From an optimization exercise on the open Yosys and OpenROAD flow, aimed at small area and a short achievable clock period; shortcuts taken in it are not production practice.
The RTL was checked by simulation tests, not by an equivalence proof against the original design.

==> inputs of 04-14 <==
// ecc_codec
module ecc_codec (
    input  wire        clk,
    input  wire        rst,
    input  wire        in_valid,
    input  wire        in_decode,
    input  wire [1:0]  in_code,
    input  wire [63:0] in_data,
    input  wire [14:0] in_chk,
    output wire        out_valid,
    output wire [63:0] out_data,
    output wire [14:0] out_chk,
    output wire [1:0]  out_status
);
    wire [14:0] chk_m = in_chk & {15{in_decode}};
    reg v1;
    always @(posedge clk) v1 <= rst ? 1'b0 : in_valid;
    reg in_decode_q1;
    reg [1:0] in_code_q1;
    reg [63:0] in_data_q1;
    reg [14:0] chk_m_q1;
    always @(posedge clk) begin
        in_decode_q1 <= in_decode;
        in_code_q1 <= in_code;
        in_data_q1 <= in_data;
        chk_m_q1 <= chk_m;
    end
    wire x79 = in_data_q1[14] ^ in_data_q1[61];
    wire x80 = in_data_q1[23] ^ in_data_q1[62];
    wire x81 = in_data_q1[5] ^ in_data_q1[60];
    wire x82 = in_data_q1[43] ^ in_data_q1[63];
    wire x83 = in_data_q1[24] ^ in_data_q1[25];
    wire x84 = in_data_q1[26] ^ in_data_q1[4];
    wire x85 = in_data_q1[3] ^ in_data_q1[56];
    wire x86 = in_data_q1[17] ^ in_data_q1[59];
    wire x87 = in_data_q1[0] ^ in_data_q1[22];
    wire x88 = in_data_q1[13] ^ in_data_q1[57];
    wire x89 = in_data_q1[1] ^ in_data_q1[38];
    wire x90 = in_data_q1[37] ^ in_data_q1[46];
    wire x91 = in_data_q1[29] ^ in_data_q1[33];
    wire x92 = in_data_q1[12] ^ in_data_q1[58];
    wire x93 = in_data_q1[42] ^ in_data_q1[44];
    wire x94 = in_data_q1[30] ^ in_data_q1[47];
    wire x95 = in_data_q1[31] ^ in_data_q1[50];
    wire x96 = in_data_q1[11] ^ in_data_q1[2];
    wire x97 = in_data_q1[28] ^ in_data_q1[32];
    wire x98 = in_data_q1[45] ^ in_data_q1[48];
    wire x99 = in_data_q1[27] ^ in_data_q1[7];
    wire x100 = x79 ^ x85;
    wire x101 = in_data_q1[53] ^ x80;
    wire x102 = x83 ^ x95;
    wire x103 = in_data_q1[39] ^ in_data_q1[40];
  ...
export LEC_CHECK = 0
export CAP_MARGIN = 20
export CORE_MARGIN = 2
export CORE_UTILIZATION = 40
export PLACE_DENSITY = 0.6
export SLEW_MARGIN = 20
create_clock -name core_clock -period 13.0 [get_ports {clk}]
standard.sh (not shown) runs the stock make flow with config.mk's settings and CLKGATE_MAP_FILE= SYNTH_SCRIPT=/design/flow/synth_recipe.tcl, a recipe that flattens the netlist after the stock synthesis.
==> flow/flow/run.sh <==
#!/bin/bash
# Own layout flow: the standard layout (standard.sh, unchanged synthesis and
# steps) with two changes:
#  - the port buffers that global placement puts on every input and output are
#    sky130_fd_sc_hd__buf_1 cells instead of ORFS's default choice;
#  - clock tree synthesis clusters up to 24 flip-flops under each leaf buffer
#    (clkbuf_16) and inserts no dummy loads;
#  - timing repair aims for 9.6 ns of setup slack (a 3.4 ns period) instead of 0.
# Each tool's full output is kept: ORFS writes its per-step logs under
# orfs/logs/, and this script keeps the make output in standard.log.
set -euo pipefail
cd "$(dirname "$0")/.."
export BUFFER_PORTS_ARGS="-buffer_cell sky130_fd_sc_hd__buf_1"
export CTS_ARGS="-sink_clustering_enable -repair_clock_nets -sink_clustering_size 24 -sink_clustering_max_diameter 100 -buf_list sky130_fd_sc_hd__clkbuf_16 -dont_use_dummy_load"
export SETUP_SLACK_MARGIN=9.6
bash standard.sh > standard.log 2>&1
==> 08-28 (differences from 04-14) <==
==> flow/flow/run.sh (replaced) <==
#!/bin/bash
# Own layout flow: the standard layout (standard.sh, unchanged synthesis and
# steps) with these changes:
#  - the port buffers that global placement puts on every input and output are
#    sky130_fd_sc_hd__buf_1 cells instead of ORFS's default choice;
#  - clock tree synthesis clusters up to 32 flip-flops under each leaf buffer
#    (clkbuf_16) and inserts no dummy loads;
#  - timing repair aims for 9.45 ns of setup slack (a 3.55 ns period) instead of 0.
# Each tool's full output is kept: ORFS writes its per-step logs under
# orfs/logs/, and this script keeps the make output in standard.log.
set -euo pipefail
cd "$(dirname "$0")/.."
export BUFFER_PORTS_ARGS="-buffer_cell sky130_fd_sc_hd__buf_1"
export CTS_ARGS="-sink_clustering_enable -repair_clock_nets -sink_clustering_size 32 -sink_clustering_max_diameter 80 -buf_list sky130_fd_sc_hd__clkbuf_16 -dont_use_dummy_load"
export SETUP_SLACK_MARGIN=9.45
bash standard.sh > standard.log 2>&1
- CORE_UTILIZATION: 40 -> 55
- PLACE_DENSITY: 0.6 -> 0.7
==> 05-26 (differences from 04-14) <==
--- a/flow/flow/run.sh
+++ b/flow/flow/run.sh
@@ -6,5 +6,5 @@
 #  - clock tree synthesis clusters up to 24 flip-flops under each leaf buffer
 #    (clkbuf_16) and inserts no dummy loads;
-#  - timing repair aims for 9.6 ns of setup slack (a 3.4 ns period) instead of 0.
+#  - timing repair aims for 9.3 ns of setup slack (a 3.7 ns period) instead of 0.
 # Each tool's full output is kept: ORFS writes its per-step logs under
 # orfs/logs/, and this script keeps the make output in standard.log.
@@ -13,4 +13,4 @@
 export BUFFER_PORTS_ARGS="-buffer_cell sky130_fd_sc_hd__buf_1"
 export CTS_ARGS="-sink_clustering_enable -repair_clock_nets -sink_clustering_size 24 -sink_clustering_max_diameter 100 -buf_list sky130_fd_sc_hd__clkbuf_16 -dont_use_dummy_load"
-export SETUP_SLACK_MARGIN=9.6
+export SETUP_SLACK_MARGIN=9.3
 bash standard.sh > standard.log 2>&1
- CORE_UTILIZATION: 40 -> 55
- PLACE_DENSITY: 0.6 -> 0.7
==> 10-07 (differences from 04-14) <==
--- a/flow/flow/run.sh
+++ b/flow/flow/run.sh
@@ -6,5 +6,5 @@
 #  - clock tree synthesis clusters up to 24 flip-flops under each leaf buffer
 #    (clkbuf_16) and inserts no dummy loads;
-#  - timing repair aims for 9.6 ns of setup slack (a 3.4 ns period) instead of 0.
+#  - timing repair aims for 9.3 ns of setup slack (a 3.7 ns period) instead of 0.
 # Each tool's full output is kept: ORFS writes its per-step logs under
 # orfs/logs/, and this script keeps the make output in standard.log.
@@ -13,4 +13,4 @@
 export BUFFER_PORTS_ARGS="-buffer_cell sky130_fd_sc_hd__buf_1"
 export CTS_ARGS="-sink_clustering_enable -repair_clock_nets -sink_clustering_size 24 -sink_clustering_max_diameter 100 -buf_list sky130_fd_sc_hd__clkbuf_16 -dont_use_dummy_load"
-export SETUP_SLACK_MARGIN=9.6
+export SETUP_SLACK_MARGIN=9.3
 bash standard.sh > standard.log 2>&1
==> results.txt <==
----------------------------------------------------
[STA]
  Post-route clock period utilization ... 28.3%
  Tightest Pin Transition ... 1.09 ns
  Least setup slack across all paths after layout ... 9.32 ns

[Run status]
  Outcome ... no timing/DRC/antenna violations

[Routing]
  Met2 WL ... 27800 um
  Routed WL ... 64400 um

[Global route]
  Wire length of the first global-routing pass ... 93700 um
  Met3 layer usage reported by global route ... 3.80%
  Largest net degree at the start of global routing ... 44

[Critical path]
  Reg2Reg Capture Point ... s1_q2[3]
  Setup slack of the most critical reg-to-reg path ... 9.39 ns

[Clock network]
  Insertion delay of the later-clocked pin in the worst-skew pair ... 0.59 ns

[Layout]
  Share of the core filled with cells ... 44.1%
  Commonest cells after routing, fill and taps aside ... sky130_fd_sc_hd__dfxtp_1 (452), sky130_fd_sc_hd__xnor2_1 (446), sky130_fd_sc_hd__nand2_1 (217), sky130_fd_sc_hd__buf_1 (158), sky130_fd_sc_hd__nor2_1 (155)
  Count of filler cells inserted in the layout ... 4992

[Place]
  Setup slack at placement ... 8.40 ns
  Placement-stage cell area ... 21700 sq um

[Worst hold path]
  Worst Min Path Start ... chk0_q2[14]

----------------------------------------------------
(the above is from 10-07)
==> results.txt <==
----------------------------------------------------
[Run status]
  Outcome ... no timing/DRC/antenna violations

[STA]
  Least setup slack across all paths after layout ... 9.33 ns
  Post-route clock period utilization ... 28.2%
  Tightest Pin Transition ... 0.986 ns

[Global route]
  Wire length of the first global-routing pass ... 92400 um
  Met3 layer usage reported by global route ... 3.49%
  Largest net degree at the start of global routing ... 74

[Critical path]
  Reg2Reg Capture Point ... s1_q2[3]

[Worst hold path]
  Worst Min Path Start ... d_q2[63]

[Layout]
  Commonest cells after routing, fill and taps aside ... sky130_fd_sc_hd__xnor2_1 (447), sky130_fd_sc_hd__dfxtp_1 (444), sky130_fd_sc_hd__nand2_1 (217), sky130_fd_sc_hd__nor2_1 (156), sky130_fd_sc_hd__xor2_1 (153)
  Count of filler cells inserted in the layout ... 3328

[Routing]
  Met2 WL ... 27600 um
  Routed WL ... 62800 um

[Place]
  Placement-stage cell area ... 21500 sq um

[Clock network]
  Insertion delay of the later-clocked pin in the worst-skew pair ... 0.57 ns

----------------------------------------------------
(the above is from 05-26)
==> results.txt <==
----------------------------------------------------
[Global route]
  Met3 layer usage reported by global route ... 3.36%
  Largest net degree at the start of global routing ... 74
  Wire length of the first global-routing pass ... 92700 um

[Run status]
  Outcome ... no timing/DRC/antenna violations

[Yosys]
  Cell count after synthesis ... 2180
  Mux contribution to synthesized area ... 1.01%
  Post-synth top flop ... sky130_fd_sc_hd__dfxtp_1

[STA]
  Post-route clock period utilization ... 28.1%
  Least setup slack across all paths after layout ... 9.34 ns
  Tightest Pin Transition ... 0.979 ns

[Layout]
  Share of the core filled with cells ... 61.1%
  Commonest cells after routing, fill and taps aside ... sky130_fd_sc_hd__xnor2_1 (436), sky130_fd_sc_hd__dfxtp_1 (405), sky130_fd_sc_hd__nand2_1 (217), sky130_fd_sc_hd__nor2_1 (156), sky130_fd_sc_hd__xor2_1 (152)
  Count of filler cells inserted in the layout ... 3254
  Layout area overhead ... 10.3%

[Critical path]
  Reg2Reg Capture Point ... res_chk_q5[1]
  Setup slack of the most critical reg-to-reg path ... 9.47 ns

[Place]
  Setup slack at placement ... 8.56 ns

[Routing]
  Met2 WL ... 28300 um
  Routed WL ... 63300 um

----------------------------------------------------
(the above is from 08-28)
==> results.txt <==
----------------------------------------------------
[Layout]
  Commonest cells after routing, fill and taps aside ... sky130_fd_sc_hd__xnor2_1 (423), sky130_fd_sc_hd__dfxtp_1 (391), sky130_fd_sc_hd__nand2_1 (217), sky130_fd_sc_hd__nor2_1 (152), sky130_fd_sc_hd__xor2_1 (150)
  Number of clock buffers in the layout ... 25
  Share of the core filled with cells ... 46.2%

[Global route]
  Wire length of the first global-routing pass ... 94400 um
  Met3 layer usage reported by global route ... 3.73%

[Clock network]
  Depth of the CTS H-tree ... 1

[Critical path]
  Reg2Reg Capture Point ... res_chk_q5[3]
  Setup slack of the most critical reg-to-reg path ... 9.69 ns
  Combined buffer and inverter count along the critical path ... 1

[Worst hold path]
  Worst Min Path Start ... chk0_q2[14]

[STA]
  Tightest Pin Transition ... 0.980 ns
  Post-route clock period utilization ... 27.9%
  Least setup slack across all paths after layout ... 9.38 ns

[Routing]
  Met2 WL ... 28400 um

[Place]
  Setup slack at placement ... 8.40 ns
  Placement-stage cell area ... 21700 sq um

[Run status]
  Outcome ... no timing/DRC/antenna violations

----------------------------------------------------
(the above is from 04-14)

## afterwards: timing with drivers on the ports
In the flow no input, the clock included, has a driving cell. The finished layouts below were timed again as built, in two steps.
Step 1 sets driving cells, clkbuf_16 on the clock port and buf_2 on the other inputs (assumed; they add their load-dependent delay and slew).
Step 2 adds t to the input delays and takes it off the output delays; t is the mean of the earliest and latest rising clock arrival at the registers after step 1. Input paths then give back, and output paths get back, about the clock's delay inside the block.
Slacks: ideal / step 1 / step 2; pairs: ideal / step 1.
run	t, ns	setup slack, ns	hold slack, ns
04-14	0.619	9.378 / 9.321 / 9.688	0.289 / 0.289 / 0.289
08-28	0.589	9.343 / 9.293 / 9.473	0.274 / 0.274 / 0.274
05-26	0.588	9.330 / 9.277 / 9.421	0.312 / 0.312 / 0.312
10-07	0.613	9.319 / 9.266 / 9.394	0.291 / 0.291 / 0.291
After both steps every run listed still meets setup and hold.
